This is an optimization exercise on Yosys and OpenROAD, whose aim is small area, a short achievable clock period and few clock cycles per item, not a production implementation.

==> flow/design.v <==
module sha256_unit (
    input  wire         clk,
    input  wire         rst,
    input  wire         init,
    input  wire         blk_valid,
    input  wire [511:0] block,
    output wire         busy,
    output wire [255:0] digest
);
    reg  [31:0] a, b, c, d, e, f, g, h;            
    reg  [31:0] hs0, hs1, hs2, hs3, hs4, hs5, hs6, hs7;  
    reg  [31:0] w [0:15];                          
    reg  [31:0] pa, pe;                            
    reg  [5:0]  rnd;                               
    reg         running;
    reg         first;                             
    assign busy   = running;
    assign digest = {hs0, hs1, hs2, hs3, hs4, hs5, hs6, hs7};
    wire last     = running & (rnd == 6'd0);       
    wire pre_last = running & (rnd == 6'd63);      
    wire tail     = running & ((rnd == 6'd62) | (rnd == 6'd63) | (rnd == 6'd0));  
    wire acc_blk  = !running & blk_valid;
    wire run_next = acc_blk | (running & !last);
    wire load_iv  = rst | (!running & init);
    reg [31:0] k;
    always @(*) begin
        case (rnd)
            6'd0:  k = 32'h428a2f98; 6'd1:  k = 32'h71374491; 6'd2:  k = 32'hb5c0fbcf; 6'd3:  k = 32'he9b5dba5;
            6'd4:  k = 32'h3956c25b; 6'd5:  k = 32'h59f111f1; 6'd6:  k = 32'h923f82a4; 6'd7:  k = 32'hab1c5ed5;
            6'd8:  k = 32'hd807aa98; 6'd9:  k = 32'h12835b01; 6'd10: k = 32'h243185be; 6'd11: k = 32'h550c7dc3;
            6'd12: k = 32'h72be5d74; 6'd13: k = 32'h80deb1fe; 6'd14: k = 32'h9bdc06a7; 6'd15: k = 32'hc19bf174;
            6'd16: k = 32'he49b69c1; 6'd17: k = 32'hefbe4786; 6'd18: k = 32'h0fc19dc6; 6'd19: k = 32'h240ca1cc;
            6'd20: k = 32'h2de92c6f; 6'd21: k = 32'h4a7484aa; 6'd22: k = 32'h5cb0a9dc; 6'd23: k = 32'h76f988da;
            6'd24: k = 32'h983e5152; 6'd25: k = 32'ha831c66d; 6'd26: k = 32'hb00327c8; 6'd27: k = 32'hbf597fc7;
            6'd28: k = 32'hc6e00bf3; 6'd29: k = 32'hd5a79147; 6'd30: k = 32'h06ca6351; 6'd31: k = 32'h14292967;
            6'd32: k = 32'h27b70a85; 6'd33: k = 32'h2e1b2138; 6'd34: k = 32'h4d2c6dfc; 6'd35: k = 32'h53380d13;
            6'd36: k = 32'h650a7354; 6'd37: k = 32'h766a0abb; 6'd38: k = 32'h81c2c92e; 6'd39: k = 32'h92722c85;
            6'd40: k = 32'ha2bfe8a1; 6'd41: k = 32'ha81a664b; 6'd42: k = 32'hc24b8b70; 6'd43: k = 32'hc76c51a3;
            6'd44: k = 32'hd192e819; 6'd45: k = 32'hd6990624; 6'd46: k = 32'hf40e3585; 6'd47: k = 32'h106aa070;
            6'd48: k = 32'h19a4c116; 6'd49: k = 32'h1e376c08; 6'd50: k = 32'h2748774c; 6'd51: k = 32'h34b0bcb5;
            6'd52: k = 32'h391c0cb3; 6'd53: k = 32'h4ed8aa4a; 6'd54: k = 32'h5b9cca4f; 6'd55: k = 32'h682e6ff3;
            6'd56: k = 32'h748f82ee; 6'd57: k = 32'h78a5636f; 6'd58: k = 32'h84c87814; 6'd59: k = 32'h8cc70208;
            6'd60: k = 32'h90befffa; 6'd61: k = 32'ha4506ceb; 6'd62: k = 32'hbef9a3f7; default: k = 32'hc67178f2;
        endcase
    end
    wire [31:0] w0f = w[0] & {32{first}};          
    wire [31:0] s1  = {e[5:0], e[31:6]} ^ {e[10:0], e[31:11]} ^ {e[24:0], e[31:25]};
    wire [31:0] ch  = (e & f) ^ (~e & g);
    wire [31:0] s0  = {a[1:0], a[31:2]} ^ {a[12:0], a[31:13]} ^ {a[21:0], a[31:22]};
    wire [31:0] mj  = (a & b) | (a & c) | (b & c);
    wire [31:0] x1s = pa ^ w0f ^ ch;
    wire [31:0] x1c = {(pa[30:0] & w0f[30:0]) | (pa[30:0] & ch[30:0]) | (w0f[30:0] & ch[30:0]), 1'b0};
    wire [31:0] z1s = mj ^ s1 ^ s0;
    wire [31:0] z1c = {(mj[30:0] & s1[30:0]) | (mj[30:0] & s0[30:0]) | (s1[30:0] & s0[30:0]), 1'b0};
    wire [31:0] x2s = x1s ^ x1c ^ z1s;
    wire [31:0] x2c = {(x1s[30:0] & x1c[30:0]) | (x1s[30:0] & z1s[30:0]) | (x1c[30:0] & z1s[30:0]), 1'b0};
    wire [31:0] x3s = x2s ^ x2c ^ z1c;
    wire [31:0] x3c = {(x2s[30:0] & x2c[30:0]) | (x2s[30:0] & z1c[30:0]) | (x2c[30:0] & z1c[30:0]), 1'b0};
    wire [31:0] a_new = x3s + x3c;
    wire [31:0] y1s = pe ^ w0f ^ ch;
    wire [31:0] y1c = {(pe[30:0] & w0f[30:0]) | (pe[30:0] & ch[30:0]) | (w0f[30:0] & ch[30:0]), 1'b0};
    wire [31:0] y2s = y1s ^ y1c ^ s1;
    wire [31:0] y2c = {(y1s[30:0] & y1c[30:0]) | (y1s[30:0] & s1[30:0]) | (y1c[30:0] & s1[30:0]), 1'b0};
    wire [31:0] e_new = y2s + y2c;
    wire [31:0] oph = running ? g : hs7;
    wire [31:0] opd = running ? c : hs3;
    wire [31:0] opw = running ? w[1] : 32'd0;
    wire [31:0] pa_next = oph + opw + k + (hs0 & {32{pre_last}});
    wire [31:0] pe_next = opd + oph + opw + k + (hs4 & {32{pre_last}});
    wire [31:0] w1    = w[1];
    wire [31:0] w14   = w[14];
    wire [31:0] ss0   = {w1[6:0], w1[31:7]} ^ {w1[17:0], w1[31:18]} ^ (w1 >> 3);
    wire [31:0] ss1   = {w14[16:0], w14[31:17]} ^ {w14[18:0], w14[31:19]} ^ (w14 >> 10);
    wire [31:0] w_new = ss1 + w[9] + ss0 + w[0];
    wire [31:0] sum_a = hs3 + a;
    wire [31:0] sum_e = hs7 + e;
    integer i;
    always @(posedge clk) begin
        if (rst) begin
            running <= 1'b0;
            first   <= 1'b0;
            rnd     <= 6'd0;
        end else begin
            running <= run_next;
            first   <= acc_blk;
            rnd     <= run_next ? rnd + 6'd1 : 6'd0;
        end
        if (running) begin
            a <= a_new; b <= a; c <= b; d <= c;
            e <= e_new; f <= e; g <= f; h <= g;
        end else begin
            a <= hs0; b <= hs1; c <= hs2; d <= hs3;
            e <= hs4; f <= hs5; g <= hs6; h <= hs7;
        end
        if (load_iv) begin
            hs0 <= 32'h6a09e667; hs1 <= 32'hbb67ae85; hs2 <= 32'h3c6ef372; hs3 <= 32'ha54ff53a;
            hs4 <= 32'h510e527f; hs5 <= 32'h9b05688c; hs6 <= 32'h1f83d9ab; hs7 <= 32'h5be0cd19;
        end else begin
            if (last) begin
                hs0 <= a_new;
                hs4 <= e_new;
            end
            if (tail) begin
                hs1 <= sum_a; hs2 <= hs1; hs3 <= hs2;
                hs5 <= sum_e; hs6 <= hs5; hs7 <= hs6;
            end
        end
        pa <= pa_next;
        pe <= pe_next;
        for (i = 0; i < 15; i = i + 1)
            w[i] <= running ? w[i+1] : {block[32*i +: 8], block[32*i+8 +: 8],
                                        block[32*i+16 +: 8], block[32*i+24 +: 8]};
        w[15] <= running ? w_new : {block[487:480], block[495:488], block[503:496], block[511:504]};
    end
endmodule
export LEC_CHECK = 0
export CAP_MARGIN = 20
export CORE_MARGIN = 2
export CORE_UTILIZATION = 40
export SETUP_SLACK_MARGIN = 5
export SLEW_MARGIN = 20
create_clock -name core_clock -period 10.0 [get_ports {clk}]
run.sh (not shown) runs the stock make flow with config.mk's settings and CLKGATE_MAP_FILE= SYNTH_SCRIPT=/design/flow/synth_recipe.tcl, a recipe that flattens the netlist after the stock synthesis.
The starting point completed without violations.
Edit:
--- a/flow/design.v
+++ b/flow/design.v
@@ -13,15 +13,18 @@
     reg  [31:0] pa, pe;                            
     reg  [5:0]  rnd;                               
     reg         running;
+    reg         run_p;                             
     reg         first;                             
     assign busy   = running;
-    assign digest = {hs0, hs1, hs2, hs3, hs4, hs5, hs6, hs7};
+    assign digest = {a, hs1, hs2, hs3, e, hs5, hs6, hs7};
     wire last     = running & (rnd == 6'd0);       
     wire pre_last = running & (rnd == 6'd63);      
     wire tail     = running & ((rnd == 6'd62) | (rnd == 6'd63) | (rnd == 6'd0));  
     wire acc_blk  = !running & blk_valid;
     wire run_next = acc_blk | (running & !last);
     wire load_iv  = rst | (!running & init);
+    wire go       = running & !rst;
+    wire pre_last_p = run_p & (rnd == 6'd63);
     reg [31:0] k;
     always @(*) begin
         case (rnd)
@@ -62,11 +65,11 @@
     wire [31:0] y2s = y1s ^ y1c ^ s1;
     wire [31:0] y2c = {(y1s[30:0] & y1c[30:0]) | (y1s[30:0] & s1[30:0]) | (y1c[30:0] & s1[30:0]), 1'b0};
     wire [31:0] e_new = y2s + y2c;
-    wire [31:0] oph = running ? g : hs7;
-    wire [31:0] opd = running ? c : hs3;
-    wire [31:0] opw = running ? w[1] : 32'd0;
-    wire [31:0] pa_next = oph + opw + k + (hs0 & {32{pre_last}});
-    wire [31:0] pe_next = opd + oph + opw + k + (hs4 & {32{pre_last}});
+    wire [31:0] oph = run_p ? g : hs7;
+    wire [31:0] opd = run_p ? c : hs3;
+    wire [31:0] opw = run_p ? w[1] : 32'd0;
+    wire [31:0] pa_next = ((oph + opw) + (hs0 & {32{pre_last_p}})) + k;
+    wire [31:0] pe_next = (((oph + opw) + opd) + (hs4 & {32{pre_last_p}})) + k;
     wire [31:0] w1    = w[1];
     wire [31:0] w14   = w[14];
     wire [31:0] ss0   = {w1[6:0], w1[31:7]} ^ {w1[17:0], w1[31:18]} ^ (w1 >> 3);
@@ -78,32 +81,37 @@
     always @(posedge clk) begin
         if (rst) begin
             running <= 1'b0;
+            run_p   <= 1'b0;
             first   <= 1'b0;
             rnd     <= 6'd0;
         end else begin
             running <= run_next;
+            run_p   <= (!run_p & blk_valid) | (run_p & (rnd != 6'd0));
             first   <= acc_blk;
             rnd     <= run_next ? rnd + 6'd1 : 6'd0;
         end
+        if (go) begin
+            a <= a_new;
+            e <= e_new;
+        end else if (load_iv) begin
+            a <= 32'h6a09e667;
+            e <= 32'h510e527f;
+        end
         if (running) begin
-            a <= a_new; b <= a; c <= b; d <= c;
-            e <= e_new; f <= e; g <= f; h <= g;
+            b <= a; c <= b; d <= c;
+            f <= e; g <= f; h <= g;
         end else begin
-            a <= hs0; b <= hs1; c <= hs2; d <= hs3;
-            e <= hs4; f <= hs5; g <= hs6; h <= hs7;
+            b <= hs1; c <= hs2; d <= hs3;
+            f <= hs5; g <= hs6; h <= hs7;
+            hs0 <= a;
+            hs4 <= e;
         end
         if (load_iv) begin
-            hs0 <= 32'h6a09e667; hs1 <= 32'hbb67ae85; hs2 <= 32'h3c6ef372; hs3 <= 32'ha54ff53a;
-            hs4 <= 32'h510e527f; hs5 <= 32'h9b05688c; hs6 <= 32'h1f83d9ab; hs7 <= 32'h5be0cd19;
-        end else begin
-            if (last) begin
-                hs0 <= a_new;
-                hs4 <= e_new;
-            end
-            if (tail) begin
-                hs1 <= sum_a; hs2 <= hs1; hs3 <= hs2;
-                hs5 <= sum_e; hs6 <= hs5; hs7 <= hs6;
-            end
+            hs1 <= 32'hbb67ae85; hs2 <= 32'h3c6ef372; hs3 <= 32'ha54ff53a;
+            hs5 <= 32'h9b05688c; hs6 <= 32'h1f83d9ab; hs7 <= 32'h5be0cd19;
+        end else if (tail) begin
+            hs1 <= sum_a; hs2 <= hs1; hs3 <= hs2;
+            hs5 <= sum_e; hs6 <= hs5; hs7 <= hs6;
         end
         pa <= pa_next;
         pe <= pe_next;
Routed wire length increases by about 1.5%. Synthesized area increases by about 1.3%. Global-route usage increases by 0.31 points. Setup slack gets worse by 0.88 ns. Utilization increases by 0.68 points.
No run of this note included a check of the RTL's function; only the layout flow was run.


RTL: the design.v shown in full above, as it stands there.
clock: 10.0 ns
lec_check: 0
cap_margin: 20
core_margin: 2
core_utilization: 40
slew_margin: 20
Then changed:
--- a/flow/design.v
+++ b/flow/design.v
@@ -16,11 +16,11 @@
     reg         first;                             
     assign busy   = running;
-    assign digest = {hs0, hs1, hs2, hs3, hs4, hs5, hs6, hs7};
+    assign digest = {a, b, c, d, e, f, g, h};
     wire last     = running & (rnd == 6'd0);       
     wire pre_last = running & (rnd == 6'd63);      
-    wire tail     = running & ((rnd == 6'd62) | (rnd == 6'd63) | (rnd == 6'd0));  
     wire acc_blk  = !running & blk_valid;
     wire run_next = acc_blk | (running & !last);
     wire load_iv  = rst | (!running & init);
+    wire go       = running & !rst;
     reg [31:0] k;
     always @(*) begin
@@ -51,11 +51,11 @@
     wire [31:0] x1s = pa ^ w0f ^ ch;
     wire [31:0] x1c = {(pa[30:0] & w0f[30:0]) | (pa[30:0] & ch[30:0]) | (w0f[30:0] & ch[30:0]), 1'b0};
-    wire [31:0] z1s = mj ^ s1 ^ s0;
-    wire [31:0] z1c = {(mj[30:0] & s1[30:0]) | (mj[30:0] & s0[30:0]) | (s1[30:0] & s0[30:0]), 1'b0};
-    wire [31:0] x2s = x1s ^ x1c ^ z1s;
-    wire [31:0] x2c = {(x1s[30:0] & x1c[30:0]) | (x1s[30:0] & z1s[30:0]) | (x1c[30:0] & z1s[30:0]), 1'b0};
-    wire [31:0] x3s = x2s ^ x2c ^ z1c;
-    wire [31:0] x3c = {(x2s[30:0] & x2c[30:0]) | (x2s[30:0] & z1c[30:0]) | (x2c[30:0] & z1c[30:0]), 1'b0};
-    wire [31:0] a_new = x3s + x3c;
+    wire [31:0] x2s = x1s ^ x1c ^ mj;
+    wire [31:0] x2c = {(x1s[30:0] & x1c[30:0]) | (x1s[30:0] & mj[30:0]) | (x1c[30:0] & mj[30:0]), 1'b0};
+    wire [31:0] x3s = x2s ^ x2c ^ s1;
+    wire [31:0] x3c = {(x2s[30:0] & x2c[30:0]) | (x2s[30:0] & s1[30:0]) | (x2c[30:0] & s1[30:0]), 1'b0};
+    wire [31:0] x4s = x3s ^ x3c ^ s0;
+    wire [31:0] x4c = {(x3s[30:0] & x3c[30:0]) | (x3s[30:0] & s0[30:0]) | (x3c[30:0] & s0[30:0]), 1'b0};
+    wire [31:0] a_new = x4s + x4c;
     wire [31:0] y1s = pe ^ w0f ^ ch;
     wire [31:0] y1c = {(pe[30:0] & w0f[30:0]) | (pe[30:0] & ch[30:0]) | (w0f[30:0] & ch[30:0]), 1'b0};
@@ -63,6 +63,6 @@
     wire [31:0] y2c = {(y1s[30:0] & y1c[30:0]) | (y1s[30:0] & s1[30:0]) | (y1c[30:0] & s1[30:0]), 1'b0};
     wire [31:0] e_new = y2s + y2c;
-    wire [31:0] oph = running ? g : hs7;
-    wire [31:0] opd = running ? c : hs3;
+    wire [31:0] oph = running ? g : h;
+    wire [31:0] opd = running ? c : d;
     wire [31:0] opw = running ? w[1] : 32'd0;
     wire [31:0] pa_next = oph + opw + k + (hs0 & {32{pre_last}});
@@ -73,6 +73,5 @@
     wire [31:0] ss1   = {w14[16:0], w14[31:17]} ^ {w14[18:0], w14[31:19]} ^ (w14 >> 10);
     wire [31:0] w_new = ss1 + w[9] + ss0 + w[0];
-    wire [31:0] sum_a = hs3 + a;
-    wire [31:0] sum_e = hs7 + e;
+    wire [31:0] lm = {32{last}};
     integer i;
     always @(posedge clk) begin
@@ -86,23 +85,14 @@
             rnd     <= run_next ? rnd + 6'd1 : 6'd0;
         end
-        if (running) begin
-            a <= a_new; b <= a; c <= b; d <= c;
-            e <= e_new; f <= e; g <= f; h <= g;
-        end else begin
-            a <= hs0; b <= hs1; c <= hs2; d <= hs3;
-            e <= hs4; f <= hs5; g <= hs6; h <= hs7;
+        if (go) begin
+            a <= a_new;          b <= a + (hs1 & lm); c <= b + (hs2 & lm); d <= c + (hs3 & lm);
+            e <= e_new;          f <= e + (hs5 & lm); g <= f + (hs6 & lm); h <= g + (hs7 & lm);
+        end else if (load_iv) begin
+            a <= 32'h6a09e667; b <= 32'hbb67ae85; c <= 32'h3c6ef372; d <= 32'ha54ff53a;
+            e <= 32'h510e527f; f <= 32'h9b05688c; g <= 32'h1f83d9ab; h <= 32'h5be0cd19;
         end
-        if (load_iv) begin
-            hs0 <= 32'h6a09e667; hs1 <= 32'hbb67ae85; hs2 <= 32'h3c6ef372; hs3 <= 32'ha54ff53a;
-            hs4 <= 32'h510e527f; hs5 <= 32'h9b05688c; hs6 <= 32'h1f83d9ab; hs7 <= 32'h5be0cd19;
-        end else begin
-            if (last) begin
-                hs0 <= a_new;
-                hs4 <= e_new;
-            end
-            if (tail) begin
-                hs1 <= sum_a; hs2 <= hs1; hs3 <= hs2;
-                hs5 <= sum_e; hs6 <= hs5; hs7 <= hs6;
-            end
+        if (!running) begin
+            hs0 <= a; hs1 <= b; hs2 <= c; hs3 <= d;
+            hs4 <= e; hs5 <= f; hs6 <= g; hs7 <= h;
         end
         pa <= pa_next;
Setup slack loses 270 ps.
Wire length increases by 5.8%.
Final area rose by 13%.
Synthesized cell count rose by 3.9%.
Sequential cell count came out higher by 64.
Hold slack stays flat.
Final cell count rose by 7.6%.
Clock skew hardly moves.
Critical path depth is higher by 5.
Synthesized area grows by 14%.
Core utilization decreases by 0.48 points.
Fmax fell by 4.0%.
Via count came out higher by 6.8%.
No functional check of the RTL was part of any run of this note.

## static timing again, ports no longer ideal
The flow's constraints put no driver on any port. The routed layouts listed below were extracted and timed again, unchanged, in two steps.
Step 1, drivers: a clkbuf_16 drives clk and a buf_2 each remaining input, both assumed.
Step 2 moves the port delays by t, midway between the first and last clock arrival at a register: inputs arrive t later, outputs are due t later. That takes back most of the time a late clock gives input paths.
a / b / c = ideal ports / drivers / drivers and shift; a / b = the first two.
| run | shift t [ns] | setup slack, ns | worst setup path at the end |
|---|---|---|---|
| the first run of note 1 | 0.852 | 4.768 / 4.768 / 4.249 | input to register |
| the second run of note 1 | 0.838 | 3.886 / 3.886 / 3.886 | register to register |
| the first run of note 2 | 0.843 | 3.399 / 3.399 / 3.399 | register to register |
| the second run of note 2 | 0.896 | 3.126 / 3.126 / 3.000 | input to register |
After both steps setup and hold are still met in every run listed. The setup slack of the first run of note 1, which loses most, moves by 0.000 ns with the drivers and by -0.519 ns with both steps.
